Context: an optimization exercise on an open-source flow, tuned for small area, a short achievable clock period and few clock cycles. The choices shown serve that exercise and are no tape-out recipe.
Only simulation tests tie the RTL to the original design; equivalence was not proved.

== alpha ==
==> module lens_alu, before the edit <==
module lens_alu (
    input             clk,
    input             rst,
    input             mv,
    input      [3:0]  port,
    input      [31:0] data,
    output     [31:0] out,
    output reg        bwe,
    output     [7:0]  bidx,
    output            bval
);
    reg [31:0] b;
    reg [7:0]  kd;              
    reg [15:0] s_lo;
    reg [15:0] s_h0;
    reg [15:0] s_h1;
    reg        s_c;
    reg        k0, k1, k_c;
    wire [31:0] a = data;
    wire [15:0] al_s, ah0_s, ah1_s, sl_s, sh0_s, sh1_s;
    wire        al_c, ah0_c, ah1_c, sl_c, sh0_c, sh1_c;
    csel16 u_al (.a(a[15:0]),  .b(b[15:0]),   .s0(al_s),  .s1(),      .c0(al_c),  .c1());
    csel16 u_ah (.a(a[31:16]), .b(b[31:16]),  .s0(ah0_s), .s1(ah1_s), .c0(ah0_c), .c1(ah1_c));
    csel16 u_sl (.a(a[15:0]),  .b(~b[15:0]),  .s0(),      .s1(sl_s),  .c0(),      .c1(sl_c));
    csel16 u_sh (.a(a[31:16]), .b(~b[31:16]), .s0(sh0_s), .s1(sh1_s), .c0(sh0_c), .c1(sh1_c));
    wire        x    = a[31] ^ b[31];
    wire        ltu0 = ~sh0_c;
    wire        ltu1 = ~sh1_c;
    wire        eq   = (a == b);
    wire [4:0]  s    = b[4:0];
    wire [4:0]  ns   = 5'd0 - s;
    wire        big  = |b[31:5];
    wire [63:0] l2   = {a, a} << s;
    wire [63:0] r2   = {a, a} << ns;
    wire [31:0] rl   = l2[63:32];
    wire [31:0] rr   = r2[63:32];
    reg  [31:0] mask_l, mask_r;
    integer i;
    always @(*) begin
        for (i = 0; i < 32; i = i + 1) begin
            mask_l[i] = ~big && (i >= s);
            mask_r[i] = ~big && (i + s < 32);
        end
    end
    wire        go   = mv && !rst;
    wire        e3   = go && port == 4'd3;
    wire        e4   = go && port == 4'd4;
    wire        e5   = go && port == 4'd5;
    wire        e6   = go && port == 4'd6;
    wire        e7   = go && port == 4'd7;
    wire        e8   = go && port == 4'd8;
    wire        e9   = go && port == 4'd9;
    wire        e10  = go && port == 4'd10;
    wire        e11  = go && port == 4'd11;
    wire        e12  = go && port == 4'd12;
    wire        e13  = go && port == 4'd13;
    wire        e14  = go && port == 4'd14;
    wire        e15  = go && port == 4'd15;
    wire        hold = !rst && !(mv && port >= 4'd3);
    wire [31:0] oth_nxt = ({32{e5}} & (a & b))
                        | ({32{e6}} & (a | b))
                        | ({32{e7}} & (a ^ b))
                        | ({32{e8}} & (a & ~b))
                        | ({32{e9}} & mask_l & rl)
                        | ({32{e12}} & rl)
                        | ({32{e10 | e11}} & mask_r & rr)
                        | ({32{e11 & a[31]}} & ~mask_r)
                        | {31'd0, e13 & eq};
    wire [15:0] s_hi = s_c ? s_h1 : s_h0;
    wire        kbit = k_c ? k1 : k0;
    assign out = {s_hi, s_lo} | {31'd0, kbit};
    assign bidx = kd;
    assign bval = out[0];
    always @(posedge clk) begin
        s_lo  <= ({16{hold}} & s_lo) | ({16{e3}} & al_s)  | ({16{e4}} & sl_s)  | oth_nxt[15:0];
        s_h0  <= ({16{hold}} & s_h0) | ({16{e3}} & ah0_s) | ({16{e4}} & sh0_s) | oth_nxt[31:16];
        s_h1  <= ({16{hold}} & s_h1) | ({16{e3}} & ah1_s) | ({16{e4}} & sh1_s);
        s_c   <= (hold & s_c) | (e3 & al_c) | (e4 & sl_c);
        k0    <= (hold & k0) | (e15 & ltu0) | (e14 & (ltu0 ^ x));
        k1    <= (hold & k1) | (e15 & ltu1) | (e14 & (ltu1 ^ x));
        k_c   <= (hold & k_c) | ((e14 | e15) & sl_c);
        bwe   <= go && (port >= 4'd13) && (kd != 8'd0);
        if (rst) begin
            b  <= 32'd0;
            kd <= 8'd0;
        end else begin
            if (mv && port == 4'd0) b  <= data;
            if (mv && port == 4'd1) kd <= data[7:0];
        end
    end
endmodule
Settings: LEC_CHECK=0, ABC_AREA=1, CAP_MARGIN=20, CORE_MARGIN=2, CORE_UTILIZATION=50, SETUP_SLACK_MARGIN=5, SLEW_MARGIN=20; clock period 11.0 ns.
standard.sh (not shown) runs the stock make flow with config.mk's settings and CLKGATE_MAP_FILE= SYNTH_SCRIPT=/design/flow/synth_recipe.tcl, a recipe that flattens the netlist after the stock synthesis.
==> flow/flow/run.sh <==
#!/bin/bash
set -euo pipefail
M=6.5
sed -e "s/SETUP_SLACK_MARGIN=[0-9.]*/SETUP_SLACK_MARGIN=$M \"BUFFER_PORTS_ARGS=-buffer_cell sky130_fd_sc_hd__buf_1\"/" standard.sh > standard_tuned.sh
grep -q "SETUP_SLACK_MARGIN=$M" standard_tuned.sh
bash standard_tuned.sh > standard.log 2>&1
Testbench counts of alpha, summed over its fixed seeds: cycles 37,904.
Setup changes, alpha to beta
diff --git a/flow/design.v b/flow/design.v
--- a/flow/design.v
+++ b/flow/design.v
@@ -29,12 +29,13 @@
     wire        eq   = (a == b);
     wire [4:0]  s    = b[4:0];
     wire [4:0]  ns   = 5'd0 - s;
     wire        big  = |b[31:5];
-    wire [63:0] l2   = {a, a} << s;
-    wire [63:0] r2   = {a, a} << ns;
+    wire        right = (port == 4'd10) || (port == 4'd11);
+    wire [4:0]  k    = right ? ns : s;
+    wire [63:0] l2   = {a, a} << k;
     wire [31:0] rl   = l2[63:32];
-    wire [31:0] rr   = r2[63:32];
+    wire [31:0] rr   = rl;
     reg  [31:0] mask_l, mask_r;
     integer i;
     always @(*) begin
         for (i = 0; i < 32; i = i + 1) begin
Results
- Share of the yosys chip area belonging to registers was lower in the run labelled alpha.
- Sort alpha and beta by width of the chip, descending, and alpha comes first.
- Measured against alpha, the number of tapcells of beta comes out at 0.944 times the reference value.
- Compared to alpha, beta has via count 4686 lower.
- alpha -> beta: synthesized area decreased by a few percent
Testbench counts of beta, summed over its fixed seeds: cycles 37,904.

## re-timing with driven ports
No port has a modelled driver above. Below, the same layouts with a new extraction and two added sets of constraints. Step 1, drivers: a clkbuf_16 drives clk and a buf_2 each remaining input, both assumed. Step 2, shift: input delay + t, output delay - t, t = (earliest + latest rising clock arrival at the registers) / 2. This alone moves slack from input paths to output paths. Slacks: ideal / step 1 / step 2; pairs: ideal / step 1.
run	t, ns	slack for setup (ns)	worst setup path at the end	clock arrival spread, ns	worst register clock-pin slew, ns
alpha	0.800	6.496 / 6.496 / 5.718	input to register	0.040 / 0.040	0.07 / 0.07
beta	0.798	6.498 / 6.498 / 5.753	input to register	0.056 / 0.056	0.08 / 0.08
After both steps setup and hold are still met in every run listed. For alpha, which loses most, drivers alone change the setup slack by 0.000 ns; drivers and shift together by -0.778 ns.
